This is an optimization exercise on Yosys and OpenROAD, whose aim is small area and a short achievable clock period, not a production implementation.
In this exercise RTL edits were held to simulation tests only and were not proved equivalent to the original.

==> trial 42: inputs <==
==> flow/design.v (excerpt) <==
module franel_tx (
    input  wire         clk,
    input  wire         rst,         
    input  wire         load,        
    input  wire [3:0]   ftype,       
    input  wire [2:0]   ln,          
    input  wire [31:0]  cf,          
    input  wire [255:0] groups,      
    output wire [39:0]  blk,         
    output wire         blk_valid,
    output wire [2:0]   blk_idx      
);
==> module franel_tx, before the edit <==
module franel_tx (
    input  wire         clk,
    input  wire         rst,         
    input  wire         load,        
    input  wire [3:0]   ftype,       
    input  wire [2:0]   ln,          
    input  wire [31:0]  cf,          
    input  wire [255:0] groups,      
    output wire [39:0]  blk,         
    output wire         blk_valid,
    output wire [2:0]   blk_idx      
);
    reg [3:0]   r_type;
    reg [2:0]   r_ln;
    reg [31:0]  r_cf;
    reg [255:0] r_groups;
    reg         busy;
    reg [2:0]   idx;
    always @(posedge clk) begin
        if (rst) begin
            busy <= 1'b0;
            idx  <= 3'd0;
        end else if (load) begin
            busy <= 1'b1;
            idx  <= 3'd0;
        end else if (busy) begin
            idx  <= idx + 3'd1;
            if (idx == 3'd7) busy <= 1'b0;
        end
        if (load) begin
            r_type   <= ftype;
            r_ln     <= ln;
            r_cf     <= cf;
            r_groups <= groups;
        end
    end
    wire [3:0] seq = r_cf[23:20];
    reg  [311:0] fb;     
    reg  [311:0] sb;     
    reg  [15:0]  crc;
    reg  [30:0]  s;
    reg          k, x;
    integer b, f, j, t;
    always @* begin
        fb = 312'd0;
        for (t = 0; t < 4; t = t + 1) begin
            fb[t]     = r_type[3 - t];
            fb[4 + t] = seq[3 - t];
        end
        for (t = 0; t < 32; t = t + 1)
            fb[8 + t] = r_cf[31 - t];
        for (f = 0; f < 16; f = f + 1)
            for (j = 0; j < 4; j = j + 1)
                for (t = 0; t < 4; t = t + 1)
                    fb[40 + 16*f + 4*j + t] = r_groups[16*f + 4*j + 3 - t];
        crc = 16'hFFFF;
        for (b = 0; b < 296; b = b + 1) begin
            x   = crc[15] ^ fb[b];
            crc = {crc[14:0], 1'b0} ^ (x ? 16'h1021 : 16'h0000);
        end
        for (t = 0; t < 16; t = t + 1)
            fb[296 + t] = crc[15 - t];
        sb = fb;
        s  = {27'h2D5A5A0, 4'd0} | {24'd0, r_ln, seq};
        for (b = 8; b < 312; b = b + 1) begin
            k     = s[30] ^ s[27];
            sb[b] = fb[b] ^ k;
            s     = {s[29:0], k};
        end
    end
    wire [38:0] data = sb[39*idx +: 39];
    assign blk       = {~data[38], data};
    assign blk_valid = busy;
    assign blk_idx   = idx;
endmodule
clock: 25.0 ns
lec_check: 0
cap_margin: 20
core_margin: 2
core_utilization: 40
slew_margin: 20
run.sh (not shown) runs the stock make flow with config.mk's settings and CLKGATE_MAP_FILE= SYNTH_SCRIPT=/design/flow/synth_recipe.tcl, a recipe that flattens the netlist after the stock synthesis.
==> trial 88 (differences from trial 42) <==
==> flow/design.v (replaced) <==
module franel_tx (
    input  wire         clk,
    input  wire         rst,         
    input  wire         load,        
    input  wire [3:0]   ftype,       
    input  wire [2:0]   ln,          
    input  wire [31:0]  cf,          
    input  wire [255:0] groups,      
    output wire [39:0]  blk,         
    output wire         blk_valid,
    output wire [2:0]   blk_idx      
);
    integer b, t;
    wire [3:0] seq_in = cf[23:20];
    reg  [295:0] fi;                 
    always @* begin
        for (t = 0; t < 4; t = t + 1) begin
            fi[t]     = ftype[3 - t];
            fi[4 + t] = seq_in[3 - t];
        end
        for (t = 0; t < 32; t = t + 1)
            fi[8 + t] = cf[31 - t];
        for (t = 0; t < 256; t = t + 1)
            fi[40 + t] = groups[(t & ~3) + 3 - (t & 3)];
    end
    reg [30:0] s0;
    reg [30:0] k0;                   
    reg        k1;
    integer    i1;
    always @* begin
        s0 = {27'h2D5A5A0, 4'd0} | {24'd0, ln, seq_in};
        for (i1 = 0; i1 < 31; i1 = i1 + 1) begin
            k1     = s0[30] ^ s0[27];
            k0[i1] = k1;
            s0     = {s0[29:0], k1};
        end
    end
    reg         busy;
    reg  [2:0]  idx;
    reg  [39:0] br;                  
    reg  [256:0] d;                  
    reg  [30:0] s;                   
    reg  [15:0] cr;                  
    reg [38:0] v;                    
    reg [30:0] sn;
    reg [15:0] g, ci, co;
    reg [38:0] w;                    
    reg [22:0] r0;                   
    reg [30:0] kc;                   
    reg [38:0] nb;
    reg        x, kk;
    always @* begin
        sn = s;
        for (b = 0; b < 39; b = b + 1) begin
            kk   = sn[30] ^ sn[27];
            v[b] = kk;
            sn   = {sn[29:0], kk};
        end
        r0 = br[22:0];
        kc = 31'h2D5A5A00;
        for (b = 8; b < 23; b = b + 1) begin
            kk    = kc[30] ^ kc[27];
            r0[b] = br[b] ^ kk;
            kc    = {kc[29:0], kk};
        end
        g = 16'hFFFF;
        for (b = 0; b < 23; b = b + 1) begin
            x = g[15] ^ r0[b];
            g = {g[14:0], 1'b0} ^ (x ? 16'h1021 : 16'h0000);
        end
        for (b = 0; b < 16; b = b + 1)
            w[b] = br[23 + b] ^ s[15 - b];
        w[38:16] = d[22:0];
        ci = (idx == 3'd0) ? g : cr;
        co = ci;
        for (b = 0; b < 39; b = b + 1) begin
            x  = co[15] ^ w[b];
            co = {co[14:0], 1'b0} ^ (x ? 16'h1021 : 16'h0000);
        end
        nb = d[38:0];
        if (idx == 3'd6)
            for (b = 0; b < 16; b = b + 1)
                nb[23 + b] = co[15 - b];
        nb = nb ^ v;
    end
    reg [38:0] b0;
    integer    i2;
    always @* begin
        b0 = fi[38:0];
        for (i2 = 8; i2 < 39; i2 = i2 + 1)
            b0[i2] = fi[i2] ^ k0[i2 - 8];
    end
    always @(posedge clk) begin
        if (rst)
            busy <= 1'b0;
        else if (load)
            busy <= 1'b1;
        else if (idx == 3'd7)
            busy <= 1'b0;
        idx <= load ? 3'd0 : idx + 3'd1;
        if (load) begin
            br <= {~b0[38], b0};
            s  <= s0;
        end else begin
            br <= {~nb[38], nb};
            s  <= sn;
        end
        cr <= co;
        d[217:0]   <= load ? fi[256:39] : d[256:39];
        d[256:218] <= fi[295:257];
    end
    assign blk       = br;
    assign blk_valid = busy;
    assign blk_idx   = idx;
endmodule
==> notes <==
- Trial 42 passed the timing, DRC and antenna checks. Trial 88 produced a clean layout.
- Against trial 42, the final area of trial 88 is lower by about 44%.
- In fmax, trial 88 is at 3.4 times the value of trial 42.
- Against trial 88, the core utilization of trial 42 is lower by 6.9 points.
- In trial 88 the die area is lower than in trial 42, by 50%.
- Against trial 42, the critical path depth of trial 88 is lower by 32.
- Worst hold slack: trial 88 is worse than trial 42 (0.17 ns).

[port drivers added, routing unchanged]
The flow's constraints put no driver on any port. The routed layouts listed below were extracted and timed again, unchanged, in two steps. Step 1, drivers: a clkbuf_16 drives clk and a buf_2 each remaining input, both assumed. Step 2 times the ports against the registers' clock, not the clock port: input delays grow and output delays shrink by t, the midpoint of the rising clock arrivals with the driver on. Slacks: ideal ports / drivers / drivers and shift; pairs: ideal ports / drivers.
| run | shift t [ns] | setup WS [ns] | worst register clock-pin slew, ns | worst slew at a driven data input, ns | cell pins on the clock port's net |
|---|---|---|---|---|---|
| trial 42 | 0.615 | 1.957 / 1.896 / 2.511 | 0.06 / 0.06 | 0.07 | 1 |
| trial 88 | 0.564 | 18.156 / 18.162 / 17.598 | 0.06 / 0.06 | 0.14 | 1 |
After both steps setup and hold are still met in every run listed. The setup slack of trial 88, which loses most, moves by +0.006 ns with the drivers and by -0.558 ns with both steps.
